Background: an optimization exercise with open tools, aiming at small area, a short achievable clock period and few clock cycles per item. Do not read the settings as production practice.
Function was checked by simulation only, so behaviour that the tests miss may differ from the original.
Power figures rest on the tool's default switching activity, not on a simulated workload.

Setup of run A:
// exact_sum
module exact_sum (
    input  wire        clk,
    input  wire        rst,
    input  wire        in_valid,
    output wire        in_ready,
    input  wire [31:0] in_data,
    input  wire [1:0]  in_dtype,
    input  wire        in_last,
    output wire        out_valid,
    input  wire        out_ready,
    output wire [31:0] out_data
);
Size in the first run: roughly 690 flip-flops, about 0.032 mm² of cells after synthesis.
==> flow/config.mk <==
export PLATFORM = sky130hd
export DESIGN_NAME = exact_sum
export DESIGN_NICKNAME = exact_sum
export VERILOG_FILES = /design/flow/design.v
export SDC_FILE = /design/flow/constraint.sdc
export NUM_CORES = 8
export LEC_CHECK = 0
export CAP_MARGIN = 20
export CORE_MARGIN = 2
export CORE_UTILIZATION = 40
export SLEW_MARGIN = 20
==> flow/constraint.sdc <==
create_clock -name core_clock -period 15.0 [get_ports {clk}]
set_input_delay 3.0000 -clock core_clock [delete_from_list [all_inputs] [get_ports {clk}]]
set_output_delay 3.0000 -clock core_clock [all_outputs]
set_load 0.01 [all_outputs]
standard.sh (not shown) runs the stock make flow with config.mk's settings and CLKGATE_MAP_FILE= SYNTH_SCRIPT=/design/flow/synth_recipe.tcl, a recipe that flattens the netlist after the stock synthesis.
==> flow/flow/run.sh <==
#!/bin/bash
# Standard synthesis, then the standard layout steps with repair_timing asked
# for a larger setup margin (the SDC, period and IO constraints are unchanged)
# and clock tree synthesis without dummy loads.
set -e
bash standard.sh synth > synth.log 2>&1
bash standard.sh SETUP_SLACK_MARGIN=11 "CTS_ARGS=-sink_clustering_enable -repair_clock_nets -dont_use_dummy_load" finish > layout.log 2>&1
Run A completed every stage of the flow, and the final layout passed the timing, design-rule and antenna checks.
Testbench counts of run A, summed over its fixed seeds: cycles 32,739, items 32,678.
Changes in run B relative to run A:
==> flow/flow/run.sh <==
#!/bin/bash
# Standard synthesis, then the standard layout steps with repair_timing asked
# for a larger setup margin (the SDC, period and IO constraints are unchanged)
# and larger clock sink clusters.
set -e
bash standard.sh synth > synth.log 2>&1
bash standard.sh SETUP_SLACK_MARGIN=11 CTS_CLUSTER_SIZE=30 CTS_CLUSTER_DIAMETER=80 finish > layout.log 2>&1
## What came out
Of run A and run B, run A shows the higher global routing usage on met3, with run B below it. Between run A and run B, the portion of total power attributed to combinational logic is lower for run A. Compared with run A, in run B overall power consumption -6.0%, core utilization -0.83 points, routed wire length -1.2%.
## Diff of input files: run C against run B
--- a/flow/flow/run.sh
+++ b/flow/flow/run.sh
@@ -4 +4 @@
-# and larger clock sink clusters.
+# and a smaller clock buffer for the clock tree.
@@ -7 +7 @@
-bash standard.sh SETUP_SLACK_MARGIN=11 CTS_CLUSTER_SIZE=30 CTS_CLUSTER_DIAMETER=80 finish > layout.log 2>&1
+bash standard.sh SETUP_SLACK_MARGIN=11 CTS_BUF_LIST=sky130_fd_sc_hd__clkbuf_4 finish > layout.log 2>&1
Of run C and run B, it is run C that has the higher total non-filler cell area in the finished layout. Run C ended up with in_ready as its capturing element of the worst setup path; run B ended up with r0_nan. Diff run B -> run C: clock network fraction of total power has increased, worst path setup slack after routing has decreased. Re clock period minus final worst setup slack: run C is 0.36 ns up on run B. Against run B, run C comes in 580% higher on total of clock buffers placed in the layout.
[inputs] run D vs run C
==> flow/flow/run.sh <==
#!/bin/bash
# Standard synthesis, then the standard layout steps with repair_timing asked
# for a larger setup margin (the SDC, period and IO constraints are unchanged).
set -e
bash standard.sh synth > synth.log 2>&1
bash standard.sh SETUP_SLACK_MARGIN=11 finish > layout.log 2>&1
Findings:
From run C to run D the numbers moved as follows: number of filler cells placed in the layout decreased by 173 relative to the old numbers; fmax went up by 19 MHz; clock tree buffer count of the final layout now smaller; worst hold slack across all endpoints now sits higher.
Inputs modified between run D and run E:
==> flow/flow/run.sh <==
#!/bin/bash
# Standard synthesis, then the standard layout steps with repair_timing asked
# for a larger setup margin (the SDC, period and IO constraints are unchanged),
# larger clock sink clusters and no dummy clock loads.
set -e
bash standard.sh synth > synth.log 2>&1
bash standard.sh SETUP_SLACK_MARGIN=11 "CTS_ARGS=-sink_clustering_enable -repair_clock_nets -dont_use_dummy_load -sink_clustering_size 30 -sink_clustering_max_diameter 80" finish > layout.log 2>&1
Remaining max-slew budget at the tightest pin: run E vs run D up 0.51 points
Compared with run D, run E shows a lower count of buffer and inverter cells on the critical path.
Compared with run D, run E improves total power consumption of the routed design.
Run E vs run D on arrival time at the worst endpoint: run E is the higher one.
Diff run D -> run E | required time at the endpoint of the critical path | increase of 3.31 ns
Category of the most critical setup path = primary input to flip-flop: run E; category of the most critical setup path = flip-flop to output pin: run D

-- re-timing with driven ports --
Ports are ideal in the flow. The routed layouts listed here were re-timed in OpenROAD.
Step 1, drivers: a clkbuf_16 drives clk and a buf_2 each remaining input, both assumed.
Step 2 times the ports against the registers' clock, not the clock port: input delays grow and output delays shrink by t, the midpoint of the rising clock arrivals with the driver on.
Three values: no drivers, after step 1, after step 2; two values: the first two.
| run | t, ns | setup slack, ns | hold slack, ns | clock arrival spread, ns | worst register clock-pin slew, ns |
|---|---|---|---|---|---|
| run A | 0.643 | 10.789 / 10.755 / 10.170 | 0.284 / 0.284 / 0.284 | 0.086 / 0.087 | 0.06 / 0.06 |
| run B | 0.659 | 10.766 / 10.708 / 10.129 | 0.327 / 0.327 / 0.327 | 0.041 / 0.041 | 0.11 / 0.11 |
| run C | 1.053 | 10.401 / 10.345 / 10.020 | 0.274 / 0.274 / 0.274 | 0.129 / 0.130 | 0.08 / 0.08 |
| run D | 0.676 | 10.777 / 10.712 / 10.124 | 0.308 / 0.308 / 0.308 | 0.055 / 0.055 | 0.06 / 0.06 |
| run E | 0.617 | 10.738 / 10.745 / 10.142 | 0.296 / 0.296 / 0.296 | 0.105 / 0.105 | 0.11 / 0.11 |
After both steps setup and hold are still met in every run listed. The setup slack of run D, which loses most, moves by -0.065 ns with the drivers and by -0.653 ns with both steps.
